This design comes from an exercise in tuning for small area, a short achievable clock period and few clock cycles on the open sky130 flow, not from production work.
In this exercise RTL edits were held to simulation tests only and were not proved equivalent to the original.

## lane 1
==> flow/design.v (excerpt) <==
module qsc_encoder (
    input  wire        clk,
    input  wire        rst,
    input  wire        cmd_valid,
    output wire        cmd_ready,
    input  wire [5:0]  cmd_width_m1,
    input  wire [5:0]  cmd_lines_m1,
    input  wire        cmd_hist_reset,
    input  wire        in_valid,
    output wire        in_ready,
    input  wire [7:0]  in_pix,
    output wire        out_valid,
    input  wire        out_ready,
    output wire [7:0]  out_data,
    output wire        done,
    output wire [14:0] nbytes
);
Settings: LEC_CHECK=0, ABC_AREA=1, CAP_MARGIN=5, CORE_MARGIN=2, CORE_UTILIZATION=65, CTS_BUF_LIST=sky130_fd_sc_hd__clkbuf_16, CTS_CLUSTER_DIAMETER=80, CTS_CLUSTER_SIZE=24, SLEW_MARGIN=5; clock period 12.0 ns.
standard.sh (not shown) runs the stock make flow with config.mk's settings and CLKGATE_MAP_FILE= SYNTH_SCRIPT=/design/flow/synth_recipe.tcl, a recipe that flattens the netlist after the stock synthesis.
==> flow/flow/run.sh <==
#!/bin/bash
# The standard layout, with two changes to how it is made:
#  - the port buffers are buf_4 cells instead of the resizer's default choice
#    (a slow delay buffer);
#  - repair_timing is asked for more setup slack than the period needs, so
#    that it sizes the paths for a shorter achieved period.
# The clock period and all constraints are the design's own.
bash standard.sh "BUFFER_PORTS_ARGS=-buffer_cell sky130_fd_sc_hd__buf_4" SETUP_SLACK_MARGIN=8.7 finish > standard.log 2>&1
Testbench counts of lane 1, summed over its fixed seeds: cycles 139,132.
Inputs modified between lane 1 and lane 2:
-- flow/design.v --
<<< lane 1, line 256
    wire [7:0] koh = {~ge[6], ge[6:1] & ~ge[5:0], ge[0]};
    wire [2:0] k_cur = {|koh[7:4], |{koh[7:6], koh[3:2]}, |{koh[7], koh[5], koh[3], koh[1]}};
    reg  [7:0] q_cur;
    reg  [7:0] m_sh;
    reg  [7:0] esc_k;
    always @(*) begin
        q_cur = 8'd0;
        m_sh  = 8'd0;
        for (kk = 0; kk < 8; kk = kk + 1) begin
            esc_k[kk] = (kk < 4) && ((m1 >> kk) >= 8'd23);
            q_cur     = q_cur | ({8{koh[kk]}} & (m1 >> kk));
            m_sh      = m_sh | ({8{koh[kk]}} & (m1 << (8 - kk)));
        end
    end
    wire esc = |(koh & esc_k);
    wire [3:0] runl = r_one ? 4'd1 : r_zero ? ({1'b0, jr} + 4'd1) : 4'd0;
    wire [3:0] flen = !regv ? 4'd0 : esc ? 4'd9 : ({1'b0, k_cur} + 4'd1);
    reg        v2;
    reg [7:0]  runf2;
    reg [3:0]  runl2;         
    reg [4:0]  q2;            
    reg [4:0]  rlfl2;         
    reg [8:0]  fld2;
    reg [3:0]  flen2;
>>> lane 2, line 256
    wire [7:0] koh = {~ge[6], ge[6:1] & ~ge[5:0], ge[0]};
    wire [2:0] k_cur = {|koh[7:4], |{koh[7:6], koh[3:2]}, |{koh[7], koh[5], koh[3], koh[1]}};
    reg  [4:0] qz_k  [0:7];
    reg  [5:0] len_k [0:7];
    reg  [7:0] esc_k;
    reg  [4:0] qsel;
    reg  [5:0] lsel;
    reg  [7:0] m_sh;
    reg  [7:0] mk;
    always @(*) begin
        qsel = 5'd0;
        lsel = 6'd0;
        m_sh = 8'd0;
        for (kk = 0; kk < 8; kk = kk + 1) begin
            mk         = m1 >> kk;
            esc_k[kk]  = (kk < 4) && (mk >= 8'd23);
            qz_k[kk]   = esc_k[kk] ? 5'd23 : mk[4:0];
            len_k[kk]  = esc_k[kk] ? 6'd32 : ({1'b0, mk[4:0]} + kk + 1);
            qsel       = qsel | ({5{koh[kk]}} & qz_k[kk]);
            lsel       = lsel | ({6{koh[kk]}} & len_k[kk]);
            m_sh       = m_sh | ({8{koh[kk]}} & (m1 << (8 - kk)));
        end
    end
    wire esc = |(koh & esc_k);
    wire [3:0] runl = r_one ? 4'd1 : r_zero ? ({1'b0, jr} + 4'd1) : 4'd0;
    reg        v2;
    reg [7:0]  runf2;
    reg [4:0]  rq2;           
    reg [5:0]  rqf2;          
    reg [8:0]  fld2;
    reg [3:0]  flen2;
<<< lane 1, line 284
        if (adv) begin
            runf2 <= r_one ? 8'h80 : r_zero ? {1'b0, cnt_sh} : 8'h00;
            runl2 <= runl;
            q2    <= !regv ? 5'd0 : esc ? 5'd23 : q_cur[4:0];
            rlfl2 <= {1'b0, runl} + {1'b0, flen};
            fld2  <= !regv ? 9'd0 : esc ? {1'b1, m1} : {1'b1, m_sh};
            flen2 <= flen;
            end2  <= f1_end;
        end
>>> lane 2, line 291
        if (adv) begin
            runf2 <= r_one ? 8'h80 : r_zero ? {1'b0, cnt_sh} : 8'h00;
            rq2   <= {1'b0, runl} + (regv ? qsel : 5'd0);
            rqf2  <= {2'b0, runl} + (regv ? lsel : 6'd0);
            fld2  <= !regv ? 9'd0 : esc ? {1'b1, m1} : {1'b1, m_sh};
            flen2 <= !regv ? 4'd0 : esc ? 4'd9 : ({1'b0, k_cur} + 4'd1);
            end2  <= f1_end;
        end
<<< lane 1, line 304
    wire        can_acc = (fill < 6'd16) && !pend && !closing;
    wire        take_c  = v2 && can_acc;
    wire [5:0]  pz      = fill + {2'b0, runl2} + {1'b0, q2};    
    wire [6:0]  fe_t    = {1'b0, fill} + {2'b0, q2} + {2'b0, rlfl2};
    wire [6:0]  fe_p    = {1'b0, fill} + {3'b0, pflen};
    wire        fits_t  = (fe_t <= 7'd24);
>>> lane 2, line 310
    wire        can_acc = (fill < 6'd16) && !pend && !closing;
    wire        take_c  = v2 && can_acc;
    wire [5:0]  pz      = fill + {1'b0, rq2};                   
    wire [6:0]  fe_t    = {1'b0, fill} + {1'b0, rqf2};
    wire [6:0]  fe_p    = {1'b0, fill} + {3'b0, pflen};
    wire        fits_t  = (fe_t <= 7'd24);
==> comparison <==
Lane 2 improves on lane 1 in setup slack. ~same final cycle utilization of the critical path in lane 2 and lane 1. Utilization (lower): lane 2. Diff lane 2 and lane 1: via count lower in lane 1. Instance area at placement is higher on lane 2. Lane 2 against lane 1: data arrival at the endpoint of the critical path shrank by 0.02 ns, die area went up by 1.0%, met2 track demand over resource in global routing higher, post-CTS setup buffer count went up by about 50%, worst supply voltage drop on vdd moved up. Compared lane 1 against lane 2; data required time at the worst endpoint within noise. Summary — sequential share of layout area, lane 2 relative to lane 1: lower, by 0.23 points. The worst reg-to-reg path cell count reported for lane 2 is greater than that of lane 1 by 6.
Testbench counts of lane 2, summed over its fixed seeds: cycles 139,132.

-- re-timing with driven ports --
The results above use ideal ports. As a check the final layouts listed here were re-extracted and re-timed, cells and wires unchanged.
Step 1 sets driving cells, clkbuf_16 on the clock port and buf_2 on the other inputs (assumed; they add their load-dependent delay and slew).
Step 2, shift: input delay + t, output delay - t, t = (earliest + latest rising clock arrival at the registers) / 2. This alone moves slack from input paths to output paths.
Three values: ideal ports, drivers, drivers and shift; two values: the first two.
run	shift t [ns]	setup slack, ns	worst hold slack (ns)
lane 1	0.721	8.474 / 8.406 / 8.033	0.404 / 0.404 / 0.404
lane 2	0.706	8.488 / 8.415 / 8.072	0.409 / 0.409 / 0.409
After both steps every run listed still meets setup and hold. The setup slack of lane 1, which loses most, moves by -0.068 ns with the drivers and by -0.441 ns with both steps.
